This is an optimization exercise on Yosys and OpenROAD, whose aim is small area, a short achievable clock period and few clock cycles, not a production implementation.
The RTL was checked by simulation tests, not by an equivalence proof against the original design.
No activity file was given, so power comes from the tool's default toggle rates.

== the previous run ==
// sha3_512_core
module sha3_512_core (
    input  wire         clk,
    input  wire         rst,           
    input  wire         in_valid,
    output wire         in_ready,
    input  wire [63:0]  in_data,
    input  wire         in_last,
    input  wire [3:0]   in_nbytes,
    output wire         out_valid,
    input  wire         out_ready,
    output wire [511:0] out_digest
);
Size: ~2200 flip-flops, about 590 I/O pins, roughly 140000 um2 of cells after synthesis.
==> flow/config.mk <==
export PLATFORM = sky130hd
export DESIGN_NAME = sha3_512_core
export DESIGN_NICKNAME = sha3_512_core
export VERILOG_FILES = /design/flow/design.v
export SDC_FILE = /design/flow/constraint.sdc
export NUM_CORES = 4
export LEC_CHECK = 0
export CAP_MARGIN = 40
export CORE_MARGIN = 2
export CORE_UTILIZATION = 30
export CTS_BUF_LIST = sky130_fd_sc_hd__clkbuf_8
export PLACE_DENSITY = 0.5
export SETUP_SLACK_MARGIN = 1.9
export SLEW_MARGIN = 20
export SYNTH_HIERARCHICAL = 1
==> flow/constraint.sdc <==
create_clock -name core_clock -period 5.0 [get_ports {clk}]
set_input_delay 1.0000 -clock core_clock [delete_from_list [all_inputs] [get_ports {clk}]]
set_output_delay 1.0000 -clock core_clock [all_outputs]
set_load 0.01 [all_outputs]
run.sh (not shown) runs the stock make flow with config.mk's settings and CLKGATE_MAP_FILE= SYNTH_SCRIPT=/design/flow/synth_recipe.tcl, a recipe that flattens the netlist after the stock synthesis.
The previous run: no failed stages, no open violations at the end
Testbench counts of the previous run, summed over its fixed seeds: cycles 59,080.
> inputs changed (the previous run -> the current run)
diff --git a/flow/config.mk b/flow/config.mk
--- a/flow/config.mk
+++ b/flow/config.mk
@@ -9,7 +9,7 @@
 export CORE_MARGIN = 2
 export CORE_UTILIZATION = 30
-export CTS_BUF_LIST = sky130_fd_sc_hd__clkbuf_8
-export PLACE_DENSITY = 0.5
-export SETUP_SLACK_MARGIN = 1.9
+export CTS_CLUSTER_DIAMETER = 50
+export CTS_CLUSTER_SIZE = 20
+export SETUP_SLACK_MARGIN = 2.0
 export SLEW_MARGIN = 20
 export SYNTH_HIERARCHICAL = 1
Results
Changes observed in the current run relative to the previous run: post-placement cell count about even; count of clock-buffer cells in the layout fell about 13%; area of the multi-input gates rose about 2.7%; part of the power in the clock network rose 10 points; flip-flop and latch count about even. From the previous run to the current run the numbers moved as follows: cell area after layout higher, cell count higher, number of H-tree levels roughly the same. Per the comparison of the current run with the previous run, count of routing violations after the opening detailed-route iteration went up 3.8%, buffering overhead went down 0.18 points, worst slack after detailed placement went up 170 ps.


Starting RTL as in the previous note.
Settings: LEC_CHECK=0, CAP_MARGIN=40, CORE_MARGIN=2, CORE_UTILIZATION=30, CTS_CLUSTER_DIAMETER=100, CTS_CLUSTER_SIZE=15, SETUP_SLACK_MARGIN=1.8, SLEW_MARGIN=20, SYNTH_HIERARCHICAL=1; clock period 5.0 ns.
Testbench counts at the start, summed over its fixed seeds: cycles 59,080.
Rerun with:
CTS_BUF_LIST = sky130_fd_sc_hd__clkbuf_8   (was unset)
CTS_CLUSTER_SIZE = 8   (was 15)
What happened: Core utilization barely changes; sequential power is about the same; via count is higher by 0.53%; routed wire length is higher by about 0.6%; count of clock-buffer cells in the layout grows by 41; hold slack is worse by 0.021 ns; cell count climbs by 0.90%; total power drops by 3.1%; worst setup slack gets worse by 0.023 ns.
Rerun with:
CTS_BUF_LIST = unset   (was sky130_fd_sc_hd__clkbuf_8)
CTS_CLUSTER_DIAMETER = unset   (was 100)
CTS_CLUSTER_SIZE = unset   (was 8)
The changed run ran to the end with no violations.
Via count is about the same.
Final cell count hardly moves.
Combinational power drops slightly.
Area after synthesis stays the same.
Rerun with:
CTS_BUF_LIST = sky130_fd_sc_hd__clkbuf_8   (was unset)
Die area does not change.
Clock power decreases by 12%.
Hold slack got worse by 0.063 ns.
Via count is higher by 1.1%.
Cell area fell by 0.51%.
Rerun with:
CAP_MARGIN = 20   (was 40)
SLEW_MARGIN = 10   (was 20)
After rerunning: Register-to-register slack is worse by 0.05 ns; wire length stays flat; sequential share of layout area goes down by 0.41 points; non-clock buffer count goes down by 185; setup slack is worse by 0.052 ns.

==> port drivers added, routing unchanged <==
The results above use ideal ports. As a check the final layouts listed here were re-extracted and re-timed, cells and wires unchanged.
Step 1 sets driving cells, clkbuf_16 on the clock port and buf_2 on the other inputs (assumed; they add their load-dependent delay and slew).
Step 2 also shifts input and output timing later by t, the mid clock arrival at the registers, as if the neighbouring blocks saw the same clock.
a / b / c = no drivers / after step 1 / after step 2; a / b = the first two.
run | shift t [ns] | setup slack, ns | worst slew at a driven data input, ns | pins driven straight from the clock port
the previous run | 1.359 | 1.733 / 1.733 / 0.948 | 0.06 | 1
the current run | 1.158 | 1.800 / 1.800 / 1.119 | 0.05 | 1
the first run of note 2 | 1.101 | 1.630 / 1.630 / 1.179 | 0.09 | 1
the second run of note 2 | 1.295 | 1.607 / 1.607 / 1.145 | 0.11 | 1
the third run of note 2 | 1.111 | 1.549 / 1.549 / 1.185 | 0.10 | 1
the fourth run of note 2 | 1.346 | 1.629 / 1.629 / 1.183 | 0.09 | 1
the fifth run of note 2 | 1.347 | 1.577 / 1.577 / 1.028 | 0.10 | 1
After both steps every run listed still meets setup and hold. For the previous run, which loses most, drivers alone change the setup slack by 0.000 ns; drivers and shift together by -0.785 ns.
